This is an optimization exercise on Yosys and OpenROAD, whose aim is small area, not a production implementation.
Function was checked by simulation only, so behaviour that the tests miss may differ from the original.
Power and IR drop assume default switching activity.

==> flow/design.v <==
module ls_solver (
    input  wire         clk,
    input  wire         rst,             
    input  wire         start,
    input  wire [11:0]  start_first,     
    input  wire [11:0]  start_count,     
    input  wire [15:0]  start_max_run,   
    input  wire         abort,
    input  wire         clear,           
    output wire [11:0]  node_addr,
    input  wire [255:0] nodes,           
    input  wire         win_en,
    input  wire         win_we,
    input  wire [3:0]   win_addr,
    input  wire [7:0]   win_wdata,
    output reg  [7:0]   win_rdata,
    output reg          busy,
    output reg          done,
    output reg          fault,
    output reg          aborted,
    output wire [7:0]   fcode,
    output wire [15:0]  last_clocks,
    output reg  [31:0]  fault_count,
    output reg  [3:0]   err,             
    input  wire [3:0]   err_clr          
);
    localparam OP_NOP  = 6'h00;
    localparam OP_AND  = 6'h01;
    localparam OP_OR   = 6'h02;
    localparam OP_XOR  = 6'h03;
    localparam OP_MOV  = 6'h04;
    localparam OP_SET  = 6'h05;
    localparam OP_RST  = 6'h06;
    localparam OP_SR   = 6'h07;
    localparam OP_RS   = 6'h08;
    localparam OP_EDGE = 6'h09;
    reg  [127:1] bf_n;                              
    wire [127:0] bfv = {~bf_n, 1'b0};
    reg [11:0] cur_addr;      
    reg [11:0] rem;           
    reg        ot;            
    reg [11:0] cnt;           
    reg [11:0] last_q;
    reg [1:0]  fc;            
    assign node_addr   = cur_addr;
    assign last_clocks = {4'h0, last_q};
    assign fcode       = {5'h00, fc[1] & fc[0], fc[1] & ~fc[0], fc[0]};
    wire [5:0]  op  [0:3];
    wire        ia  [0:3];
    wire        ib  [0:3];
    wire        ir  [0:3];
    wire [17:0] fa  [0:3];
    wire [17:0] fb  [0:3];
    wire [17:0] fd  [0:3];
    wire [6:0]  adr_a [0:3];
    wire [6:0]  adr_b [0:3];
    wire [6:0]  adr_d [0:3];
    genvar g;
    generate
        for (g = 0; g < 4; g = g + 1) begin : fld
            assign op[g] = nodes[64*g+58 +: 6];
            assign ia[g] = nodes[64*g+57];
            assign ib[g] = nodes[64*g+56];
            assign ir[g] = nodes[64*g+55];
            assign fa[g] = nodes[64*g+36 +: 18];
            assign fb[g] = nodes[64*g+18 +: 18];
            assign fd[g] = nodes[64*g    +: 18];
            assign adr_a[g] = busy ? fa[g][6:0] : {win_addr, 3'(4 + g)};
            assign adr_b[g] = busy ? fb[g][6:0] : {win_addr, 3'(g)};
            assign adr_d[g] = busy ? fd[g][6:0] : {win_addr, 3'(4 + g)};
        end
    endgenerate
    function automatic [7:0] dec3(input [2:0] x);
        dec3 = 8'd1 << x;
    endfunction
    function automatic [15:0] dec4(input [3:0] x);
        dec4 = 16'd1 << x;
    endfunction
    function automatic rd(input [127:0] v, input [6:0] x);
        reg [7:0]  lo;
        reg [15:0] hi;
        reg        acc, grp;
        integer    h, l;
        begin
            lo  = dec3(x[2:0]);
            hi  = dec4(x[6:3]);
            acc = 1'b0;
            for (h = 0; h < 16; h = h + 1) begin
                grp = 1'b0;
                for (l = 0; l < 8; l = l + 1)
                    grp = grp | (lo[l] & v[8*h + l]);
                acc = acc | (hi[h] & grp);
            end
            rd = acc;
        end
    endfunction
    wire [3:0] ra, rb;        
    generate
        for (g = 0; g < 4; g = g + 1) begin : rdp
            assign ra[g] = rd(bfv, adr_a[g]);
            assign rb[g] = rd(bfv, adr_b[g]);
        end
    endgenerate
    reg [3:0] nf_op, nf_ad;           
    reg [3:0] act_b, act_d;           
    reg [3:0] wr_d;                   
    reg [3:0] val_b, val_d;           
    reg       av, bv;
    integer   k;
    always @* begin
        for (k = 0; k < 4; k = k + 1) begin
            av = ra[k] ^ ia[k];
            bv = rb[k] ^ ib[k];
            nf_op[k] = (op[k] > OP_EDGE);
            nf_ad[k] = (op[k] != OP_NOP) && (op[k] <= OP_EDGE) &&
                       ((|fa[k][17:7]) || (|fd[k][17:7]) ||
                        (!(op[k] == OP_MOV || op[k] == OP_SET || op[k] == OP_RST) && (|fb[k][17:7])));
            act_b[k] = (op[k] == OP_EDGE);
            act_d[k] = (op[k] != OP_NOP) && (op[k] <= OP_EDGE);
            val_b[k] = av;
            case (op[k])
                OP_AND:  begin wr_d[k] = 1'b1;     val_d[k] = (av & bv) ^ ir[k]; end
                OP_OR:   begin wr_d[k] = 1'b1;     val_d[k] = (av | bv) ^ ir[k]; end
                OP_XOR:  begin wr_d[k] = 1'b1;     val_d[k] = av ^ bv ^ ir[k];   end
                OP_MOV:  begin wr_d[k] = 1'b1;     val_d[k] = av ^ ir[k];        end
                OP_SET:  begin wr_d[k] = av;       val_d[k] = 1'b1;              end
                OP_RST:  begin wr_d[k] = av;       val_d[k] = 1'b0;              end
                OP_SR:   begin wr_d[k] = av | bv;  val_d[k] = av;                end
                OP_RS:   begin wr_d[k] = av | bv;  val_d[k] = ~bv;               end
                OP_EDGE: begin wr_d[k] = 1'b1;     val_d[k] = av & ~rb[k];       end
                default: begin wr_d[k] = 1'b0;     val_d[k] = 1'b0;              end
            endcase
        end
    end
    wire [3:0] nf = nf_op | nf_ad;
    wire       node_fault = |nf;
    wire [1:0] node_fc = nf[0] ? {nf_ad[0], nf_op[0]} :
                         nf[1] ? {nf_ad[1], nf_op[1]} :
                         nf[2] ? {nf_ad[2], nf_op[2]} :
                                 {nf_ad[3], nf_op[3]};
    wire start_bad   = start && (start_count == 12'd0);
    wire start_busy  = start && !start_bad && busy;
    wire start_ok    = start && !start_bad && !busy;
    wire last        = (rem[11:1] == 11'd0) && (rem[0] == !ot);
    wire end_fault   = busy && (node_fault || (last && ot));
    wire end_done    = busy && !node_fault && last && !ot;
    wire end_abort   = busy && abort && !end_fault && !end_done;
    wire run_ends    = end_fault || end_done || end_abort;
    wire win_busy    = (win_en || clear) && busy;
    reg         st_ot;
    reg  [11:0] addr_inc, rem_dec;
    reg  [31:0] fcnt_inc;
    reg         cy;
    integer     j;
    always @* begin
        st_ot = 1'b0;                        
        for (j = 0; j < 16; j = j + 1)
            st_ot = (j < 12 ? (start_count[j % 12] & ~start_max_run[j]) : 1'b0) |
                    (~((j < 12 ? start_count[j % 12] : 1'b0) ^ start_max_run[j]) & st_ot);
        cy = 1'b1;
        for (j = 0; j < 12; j = j + 1) begin
            addr_inc[j] = cur_addr[j] ^ cy;
            cy = cy & cur_addr[j];
        end
        cy = 1'b1;
        for (j = 0; j < 12; j = j + 1) begin
            rem_dec[j] = rem[j] ^ cy;
            cy = cy & ~rem[j];
        end
        cy = ~&fault_count;                  
        for (j = 0; j < 32; j = j + 1) begin
            fcnt_inc[j] = fault_count[j] ^ cy;
            cy = cy & fault_count[j];
        end
    end
    wire [11:0] st_rem = st_ot ? start_max_run[11:0] : start_count;
    always @(posedge clk) begin
        if (rst) begin
            busy        <= 1'b0;
            done        <= 1'b0;
            fault       <= 1'b0;
            aborted     <= 1'b0;
            fc          <= 2'b00;
            last_q      <= 12'h000;
            fault_count <= 32'h0000_0000;
            err         <= 4'h0;
        end else begin
            err <= (err & ~err_clr)
                 | {start_bad, abort && (!busy || end_fault || end_done), start_busy, win_busy};
            if (start_ok) begin
                busy <= 1'b1;
                done <= 1'b0;
            end else if (busy) begin
                if (run_ends) begin
                    busy    <= 1'b0;
                    done    <= end_done;
                    fault   <= end_fault;
                    aborted <= end_abort;
                end
                if (end_done)
                    last_q <= cnt;
                if (end_fault) begin
                    fc <= node_fault ? node_fc : 2'b11;
                    fault_count <= fcnt_inc;
                end
            end
        end
    end
    always @(posedge clk) begin
        if (start_ok) begin
            cur_addr <= start_first;
            rem      <= st_rem;
            ot       <= st_ot;
            cnt      <= start_count;
        end else begin
            cur_addr <= addr_inc;
            rem      <= rem_dec;
        end
    end
    wire [6:0] wadr [0:7];
    wire [7:0] wact, wval;
    generate
        for (g = 0; g < 4; g = g + 1) begin : wp
            assign wadr[2*g]     = adr_b[g];
            assign wadr[2*g + 1] = adr_d[g];
            assign wact[2*g]     = act_b[g];
            assign wact[2*g + 1] = act_d[g];
        end
    endgenerate
    reg  [7:0] wsup;
    integer    w, u;
    always @* begin
        for (w = 0; w < 8; w = w + 1) begin
            wsup[w] = 1'b0;
            for (u = w + 1; u < 8; u = u + 1)
                if (wact[u] && wadr[u] == wadr[w])
                    wsup[w] = 1'b1;
        end
    end
    wire       bwe = busy && !end_fault;
    wire       iwe = !busy && win_en && win_we && !clear;
    wire       clr = !busy && clear;
    wire [7:0] wen, wv;
    generate
        for (g = 0; g < 4; g = g + 1) begin : we
            assign wen[2*g]     = busy ? (bwe && act_b[g] && !wsup[2*g]) : iwe;
            assign wen[2*g + 1] = busy ? (bwe && wr_d[g] && !wsup[2*g + 1]) : iwe;
            assign wv[2*g]      = busy ? val_b[g] : win_wdata[g];
            assign wv[2*g + 1]  = busy ? val_d[g] : win_wdata[4 + g];
        end
    endgenerate
    reg [15:0] hw [0:7];
    reg [7:0]  ls [0:7];
    reg [7:0]  lc [0:7];
    always @* begin
        for (w = 0; w < 8; w = w + 1) begin
            hw[w] = wen[w] ? dec4(wadr[w][6:3]) : 16'h0000;
            ls[w] =  wv[w] ? dec3(wadr[w][2:0]) : 8'h00;
            lc[w] = !wv[w] ? dec3(wadr[w][2:0]) : 8'h00;
        end
    end
    reg [127:1] bset, bclr;
    integer     i;
    always @* begin
        for (i = 1; i < 128; i = i + 1) begin
            bset[i] = 1'b0;
            bclr[i] = 1'b0;
            for (w = 0; w < 8; w = w + 1) begin
                bset[i] = bset[i] | (hw[w][i >> 3] & ls[w][i & 7]);
                bclr[i] = bclr[i] | (hw[w][i >> 3] & lc[w][i & 7]);
            end
        end
    end
    always @(posedge clk)
        bf_n <= ~(bset | (~bf_n & ~bclr & ~{127{clr}}));
    always @(posedge clk) begin
        if (win_en && !win_we)
            win_rdata <= busy ? 8'h00 : {ra, rb};
    end
endmodule
==> flow/flow/run.sh <==
#!/bin/bash
# Standard layout with two changes:
#  - synthesis maps the logic with an area-only ABC script (flow/area.abc, three rounds of map -a)
#    instead of ORFS's abc_area/abc_speed script; registers, flattening and
#    renaming are exactly those of synth_recipe.tcl;
#  - every input and output port still gets a buffer, but a buf_1.
set -euo pipefail
here=$(pwd)
{
  printf 'proc abc {args} {\n'
  printf '  set i [lsearch -exact $args -script]\n'
  printf '  if {$i >= 0} { lset args [expr {$i + 1}] {%s} }\n' "$here/flow/area.abc"
  printf '  yosys abc {*}$args\n'
  printf '}\n'
  cat synth_recipe.tcl
} > own_synth.tcl
bash standard.sh SYNTH_SCRIPT="$here/own_synth.tcl" \
  BUFFER_PORTS_ARGS="-buffer_cell sky130_fd_sc_hd__buf_1" finish > flow.log 2>&1
==> flow/flow/area.abc <==
strash
dch
map -a
topo
strash
dch
map -a
topo
strash
dch
map -a
topo
==> flow/standard.sh <==
#!/bin/bash
# synth_recipe.tcl (not shown) runs the flow's synth.tcl, then flattens the netlist and writes it again
# the make line also repeats each setting of config.mk as NAME=value (left out here)
make -C /OpenROAD-flow-scripts/flow DESIGN_CONFIG=/design/flow/config.mk WORK_HOME=/design/flow/orfs CLKGATE_MAP_FILE= SYNTH_SCRIPT=/design/flow/synth_recipe.tcl "${@:-finish}"
==> flow/config.mk <==
export PLATFORM = sky130hd
export DESIGN_NAME = ls_solver
export DESIGN_NICKNAME = ls_solver
export VERILOG_FILES = /design/flow/design.v
export SDC_FILE = /design/flow/constraint.sdc
export NUM_CORES = 4
export LEC_CHECK = 0
export CAP_MARGIN = 25
export CELL_PAD_IN_SITES_DETAIL_PLACEMENT = 2
export CELL_PAD_IN_SITES_GLOBAL_PLACEMENT = 4
export CORE_MARGIN = 2
export CORE_UTILIZATION = 20
export CTS_BUF_LIST = sky130_fd_sc_hd__clkbuf_4
export GPL_TIMING_DRIVEN = 0
export PLACE_DENSITY = 0.35
export SETUP_SLACK_MARGIN = 0.7
export SLEW_MARGIN = 25
==> flow/constraint.sdc <==
create_clock -name core_clock -period 12.0 [get_ports {clk}]
set_input_delay 2.4000 -clock core_clock [delete_from_list [all_inputs] [get_ports {clk}]]
set_output_delay 2.4000 -clock core_clock [all_outputs]
set_load 0.01 [all_outputs]
==> impl_results.md, run 1 <==
* Status: timing/DRC/antenna clean
* CTS tree: done
* First-pass GRT wire length at 480000 um
* Seq cells post-synth at 226
* GRT Overall Usage at 47.5%
* Ys flop type: dfxtp_1
* Largest fanout on the critical path at 17
* Clock latency on the worst-skew pair at 1190 ps
* Post-Syn Instances at 4530
* Most common cell in the netlist: o22ai_1
* Proportion of layout cells with a drive suffix above 1 at 7.86%
* Max Buffers Root-to-Sink at 3
* Core area at 0.145 mm^2
* Antenna Nets Post-Route at 0
* Area contributors post-synth: o22ai_1, dfxtp_1, clkinv_1
* Crit Path Class: input pin to flip-flop
* Worst hold path type: flip-flop to flip-flop
* Gr busiest metal: met2
* CTS-repair resized insts at 2
* Starting Density at 20.1%
* Vias at 53200
* Die X at 386 um
* Mapped cell area at 0.0291 mm^2
* Top cell type's share of synthesized area at 23.9%
* Crit-path most repeated cell: clkinv_1
* Drt total wl at 368000 um
* Post-CTS setup buffer count at 0
* Slowest library cell on the worst path: o41ai_1
* Warnings from Yosys at 4
* Port Buffers at 389
* Drt pass-1 iters at 10
* Num ports at 403
* Sink Count at 226
* CTS clk-pin slew, worst paths at 60 ps
* DR DRC count at 0
* Layout Nets at 5470
* Post-synth ARST share at 0%
* Initial antenna violation count at 43
* Hold_buf cts at 0
* Vias in the first global route at 50500
* WP data arrival at 12230 ps
* EDFF count, synth at 21
* Slew @ Worst Pin at 1310 ps
* Met3 Use GR at 23.6%
* Via/cell ratio at 7.47
* Total CTS buffers at 86
* P&R area growth vs syn at 23.7%
* Die height at 386 um
* Placement Setup Slack at -875 ps
* Root buf cell: clkbuf_4
* M2 GR Usage at 65.7%
* Hold slack at 464 ps
* # rows at 140
* Post-route minimum period at 11360 ps
* Max VDD drop at 0.0000542 V
* H-tree levels at 3
* Total Die Area at 0.149 mm^2
* Largest net degree at the start of global routing at 67
* Final Core Density at 24.8%
* Final setup violating endpoints at 0
* GPL Wtd Cong at 1.12
* Setup crit end kind: flip-flop
* Library cells used by synthesis at 47
* Final hold vios at 0
* Leading area contributor after synthesis: o22ai_1
* Cell Pwr Density at 86.8 mW/mm^2
* Drt wl/cell at 51.7 um
* Clk_skew at 128 ps
* Critical Path Source Type: input pin
* Crit-path max cell delay at 1000 ps
* DP Wirelength at 266000 um
* DR iter-0 viols at 8381
* Buffers & Inverters on Critical Path at 6
* Register area share after synthesis at 16.2%
* Global route overflow at 0
* Critical Path RT at 12880 ps
* Achievable Freq at 88.0 MHz
* Max_cap viols at 0
* Worst path top cell family by delay: compound AO/OA/AOI/OAI gates
* Final Max Slew Viols at 0
* Slew margin rel. at 12.6%
* RSZ-0062 raised after global routing: false
* Met1 usage at 56.1%
* Avg Inst Size Synth at 6.43 um^2
* Synth cell count leaders: o22ai_1, clkinv_1, nor2_1, nand2_1, nor3_1
* Final setup margin at 641 ps
* LEAKAGE at 0.00927 uW
* Final worst-path cycle share at 94.7%
[final timing paths]
| path | slack [ps] | cells after the start | from | end |
|---|---|---|---|---|
| worst max-delay path | 640 | 26 | nodes[20] | bf_n[96] |
| worst min-delay path | 460 | 2 | fault | fault |
| worst max register to register | 1040 | 28 | busy | bf_n[96] |
| worst min register to register | 460 | 2 | fault | fault |
[power by group]
| part | switching, uW | internal (uW) | total (uW) |
|---|---|---|---|
| Combinational | 915 | 238 | 1150 |
| Sequential | 119 | 810 | 928 |
| Clock | 552 | 497 | 1050 |
| Total | 1590 | 1540 | 3130 |
[final cells by class]
type	instances	area [um^2]
clock inverters	16	93.8
flip-flops and latches	226	4740
clock buffers	132	991
repair buffers	455	2620
inverters	612	2340
multi-input cells	3690	22700
diodes	59	148
plain buffers	10	75.1
fillers	17700	109000
well taps	1917	2400
[worst register-to-register path, delay by kind of cell (launching register included)]
kind                       cells  cell delay (ps)
buffers and inverters          7             2660
AOI/OAI and AO/OA              9             2620
xor gates and xnor gates       1              270
DFF                            1              610
adders and majority gates      1              220
and+or+nand+nor               10             4380
[cell families after synthesis]
group	count (synthesis)	synth area share, %
AO/OA/AOI/OAI	2228	51.7
AND/OR/NAND/NOR	1371	20.5
buffers and inverters	622	8.14
flip-flops	226	16.2
adder cells (fa/ha/maj)	70	3.00
XOR/XNOR	12	0.361
other	1	0.0129
[per-stage QoR]
stage	power, uW	std cells	setup TNS, ps	area (um^2)
CTS	3040	7051	0	35800
global placement	1930	6844	-767640	33000
floorplan	1320	4538	0	29200
detailed placement	2000	6903	-3720	34700
finish	3130	7117	0	36100
global route	3160	7068	0	35900
[state kept, by name (all words and copies together), names as in the netlist]
name	flops
aborted	1
bf_n	127
busy	1
cnt	12
cur_addr	12
done	1
err	4
fault	1
fault_count	32
fc	2
last_q	12
ot	1
rem	12
win_rdata	8
[per-layer routing]
metal | vias up | wire length, um
li1 | 19800 | -
met1 | 26700 | 140000
met2 | 5096 | 145000
met3 | 1525 | 50300
met4 | 22 | 32500
met5 | - | 402
[placed cells by master (no fill, tap or decap), types with 14 or more instances in the layout]
cell type  instances
o22ai_1         1112
clkinv_1         593
nor2_1           457
buf_1            389
nand2_1          335
nor3_1           212
dfxtp_1          204
o21ai_0          197
a21oi_1          163
o221ai_1         150
nor4_1           133
clkbuf_4         133
a221oi_1         120
o41ai_1          111
a22oi_1           92
a2111oi_0         88
ha_1              70
nand3_1           60
diode_2           59
nand2_2           53
nor2_2            40
nand4_1           39
o2111ai_1         34
a211oi_1          30
a31oi_1           26
o211ai_1          24
clkinv_2          23
edfxtp_1          21
buf_16            21
nor2_4            18
buf_8             17
buf_4             15
a311oi_1          14
==> inputs of run 2 (changes only) <==
==> flow/run.sh (new file) <==
#!/bin/bash
# synth_recipe.tcl (not shown) runs the flow's synth.tcl, then flattens the netlist and writes it again
# the make line also repeats each setting of config.mk as NAME=value (left out here)
make -C /OpenROAD-flow-scripts/flow DESIGN_CONFIG=/design/flow/config.mk WORK_HOME=/design/flow/orfs CLKGATE_MAP_FILE= SYNTH_SCRIPT=/design/flow/synth_recipe.tcl finish
--- a/flow/config.mk
+++ b/flow/config.mk
@@ -7,3 +7,4 @@
 export LEC_CHECK = 0
-export CAP_MARGIN = 25
+export ABC_AREA = 1
+export CAP_MARGIN = 20
 export CELL_PAD_IN_SITES_DETAIL_PLACEMENT = 2
@@ -12,6 +13,3 @@
 export CORE_UTILIZATION = 20
-export CTS_BUF_LIST = sky130_fd_sc_hd__clkbuf_4
-export GPL_TIMING_DRIVEN = 0
 export PLACE_DENSITY = 0.35
-export SETUP_SLACK_MARGIN = 0.7
-export SLEW_MARGIN = 25
+export SLEW_MARGIN = 20
removed: flow/flow/run.sh
removed: flow/flow/area.abc
removed: flow/standard.sh
==> run 2 against run 1 <==
Fmax rose by 14%. Final cell count is 62% higher. Register-to-register slack better by 2200 ps. Critical endpoint is now bf_n[76]. Area after synthesis grew 44%. Still clean on timing, DRC and antenna.
==> impl_results.md, run 2 <==
* Critical Path Source Type: input pin
* Max Buffers Root-to-Sink at 3
* Final Total Pwr at 3690 uW
* Most common cell in the netlist: nand2_1
* Worst hold path type: flip-flop to flip-flop
* Top cell type's share of synthesized area at 24.8%
* Post-synth ARST share at 0%
* Crit Path Class: input pin to flip-flop
* Mapped cell area at 0.0420 mm^2
* WHS Endpoint: last_q[3]
* Largest fanout on the critical path at 11
* Post-CTS setup buffer count at 0
* Post-route minimum period at 9930 ps
* Slowest library cell on the worst path: clkdlybuf4s50_1
* CTS tree: done
* LEAKAGE at 0.0236 uW
* Register area share after synthesis at 11.3%
* Vias in the first global route at 67600
* Sink Count at 226
* Die height at 462 um
* Cell Pwr Density at 71.9 mW/mm^2
* Achievable Freq at 101 MHz
* P&R area growth vs syn at 22.3%
* Drt wl/cell at 39.8 um
* EDFF count, synth at 21
* H-tree levels at 2
* Largest registers: bf_n (127), fault_count (32)
* Root buf cell: clkbuf_16
* Global route overflow at 0
* Status: timing/DRC/antenna clean
* Hold_buf cts at 0
* Crit-path most repeated cell: nand2_1
* Hold slack at 464 ps
* GRT Overall Usage at 41.7%
* DR DRC count at 0
* Die X at 462 um
* Final setup margin at 2070 ps
* Seq cells post-synth at 226
* Core area at 0.209 mm^2
* Commonest non-fill, non-tap cell in the layout: nand2_1
* CTS-repair resized insts at 0
* Launching point of the worst reg2reg path: busy
* Drt total wl at 460000 um
* Slew margin rel. at 9.74%
* RSZ-0062 raised after global routing: false
* Total CTS buffers at 37
* Total Die Area at 0.213 mm^2
* Post-Syn Instances at 8480
* Final worst-path cycle share at 82.7%
* Layout Nets at 9073
* Leading area contributor after synthesis: nand2_1
* Final hold vios at 0
* Initial antenna violation count at 39
* Clock power frac at 34.2%
* Avg Inst Size Synth at 4.95 um^2
* Sw Ratio at 50.0%
* Setup crit end kind: flip-flop
* Seq pwr share at 23.2%
* Dpl cells at 11500
* Antenna Nets Post-Route at 0
* Synth cell count leaders: nand2_1, nor2_1, nand3_1, inv_1, nand4_1
* Sw Pwr at 1840 uW
* Crit-path max cell delay at 750 ps
* # rows at 168
* Vias at 68700
* Slew @ Worst Pin at 1340 ps
* Warnings from Yosys at 4
* Max_cap viols at 0
* R2R depth at 32
* CTS clk-pin slew, worst paths at 60 ps
* Final Max Slew Viols at 0
* WHS Path Cells at 2
* Max VDD drop at 0.0000889 V
* DR iter-0 viols at 8321
* Area contributors post-synth: nand2_1, nand3_1, nor2_1
* M2 GR Usage at 61.6%
* Post-route setup TNS at 0 ps
* Gr busiest metal: met2
* Met1 usage at 53.0%
* Final setup violating endpoints at 0
* Library cells used by synthesis at 57
* WP data arrival at 10370 ps
* Ys flop type: dfxtp_1
* First-pass GRT wire length at 610000 um
* Largest Register: bf_n
* Proportion of layout cells with a drive suffix above 1 at 7.52%
* Port Buffers at 389
* Via/cell ratio at 5.95
* Starting Density at 20.1%
* HP Start: last_q[3]
* Pint at 1840 uW
* R2r setup slk at 3270 ps
* Most frequent cells in the layout: nand2_1, nor2_1, nand3_1
* Placement Setup Slack at 1950 ps
* Max reg flops at 127
* Post-route insts no fill at 11500
* Drt pass-1 iters at 5
* Comb pwr share at 42.7%
* Worst r2r dst: bf_n[76]
* DP Wirelength at 349000 um
* Critical Path RT at 12440 ps
* Largest net degree at the start of global routing at 71
* Met3 Use GR at 11.5%
* Clock latency on the worst-skew pair at 670 ps
* GPL Wtd Cong at 1.02
* Num ports at 403
* Clk_skew at 56.6 ps
run 2: cell types whose count changed in the layout (fill, tap and decap cells not counted), sizes merged, moves of 93 or more:
| cell | before | now |
|---|---|---|
| nand2 | 389 | 2806 |
| nand3 | 60 | 1284 |
| nor2 | 515 | 1495 |
| o22ai | 1112 | 185 |
| clkinv | 619 | 24 |
| inv | 6 | 507 |
| nand4 | 39 | 456 |
| clkdlybuf4s50 | 0 | 384 |
| o21ai | 207 | 357 |
| o221ai | 150 | 15 |
| o41ai | 115 | 1 |
| nor4 | 135 | 22 |
| a221oi | 120 | 17 |
| buf | 463 | 370 |
run 2: cell families after synthesis:
kind of cell	Yosys count	synth area share, %
and+or+nand+nor	6297	64.7
buffers and inverters	1115	11.2
AOI/OAI and AO/OA	766	10.6
DFF	226	11.3
adders and majority gates	70	2.09
xor gates and xnor gates	5	0.104
other	1	0.00894
run 2: layout make-up:
class                           instances  area (um^2)
Fill cell                           26600       158000
Multi-Input combinational cell       7147        33000
Timing Repair Buffer                  754         6710
Sequential cell                       226         4740
Tap cell                             2805         3510
Inverter                              518         1950
Clock buffer                           47         1050
Clock inverter                         20          251
Antenna cell                           22         55.1
run 2: worst max-delay path by stage:
stage,to,slack [ps],cells after the start,startpoint
detailed placement,bf_n[76],1950,29,nodes[21]
finish,bf_n[76],2070,29,nodes[21]
global placement,bf_n[76],2060,29,nodes[21]
floorplan,fault_count[31],5470,37,fault_count[7]
CTS,bf_n[76],2600,29,nodes[21]
global route,bf_n[76],2210,29,nodes[21]
run 2: power by group through the flow:
stage / sequential (uW) / clock [uW] / combinational [uW]
2_1_floorplan: 841 / 0 / 629
3_3_place_gp: 866 / 0 / 1490
3_5_place_dp: 867 / 0 / 1510
4_1_cts: 850 / 1280 / 1510
5_1_grt: 855 / 1300 / 1590
6_report: 854 / 1260 / 1570
run 2: worst max-delay path, delay by kind of cell:
kind / cells / cell delay (ps)
adders and majority gates: 1 / 290
AOI/OAI and AO/OA: 2 / 290
and+or+nand+nor: 21 / 5240
buffers and inverters: 5 / 2070
run 2: stage by stage:
step | area (um^2) | util [%]
6_report | 51300 | 24.6
3_3_place_gp | 49900 | 23.9
5_1_grt | 51300 | 24.5
3_5_place_dp | 49900 | 23.9
2_1_floorplan | 42000 | -
4_1_cts | 51200 | 24.5
run 2: layer usage:
layer	up-vias	part of all wire (%)
li1	28600	-
met1	35400	41
met2	3770	42
met3	991	9.8
met4	24	7.5
met5	-	0.042

-- re-timing with driven ports --
The results above use ideal ports. As a check the final layouts listed here were re-extracted and re-timed, cells and wires unchanged. Step 1 sets driving cells, clkbuf_16 on the clock port and buf_2 on the other inputs (assumed; they add their load-dependent delay and slew). Step 2 also shifts input and output timing later by t, the mid clock arrival at the registers, as if the neighbouring blocks saw the same clock. a / b / c = ideal / step 1 / step 2; a / b = the first two.
| run | t, ns | slack for setup (ns) | hold WS [ns] | cell pins on the clock port's net |
|---|---|---|---|---|
| run 1 | 1.213 | 0.641 / 0.692 / -0.521 | 0.464 / 0.464 / 0.464 | 1 |
| run 2 | 0.726 | 2.075 / 2.106 / 1.381 | 0.464 / 0.464 / 0.464 | 1 |
Met with ideal ports but missed after step 2: setup timing in run 1. For run 1, which loses most, drivers alone change the setup slack by +0.051 ns; drivers and shift together by -1.162 ns.
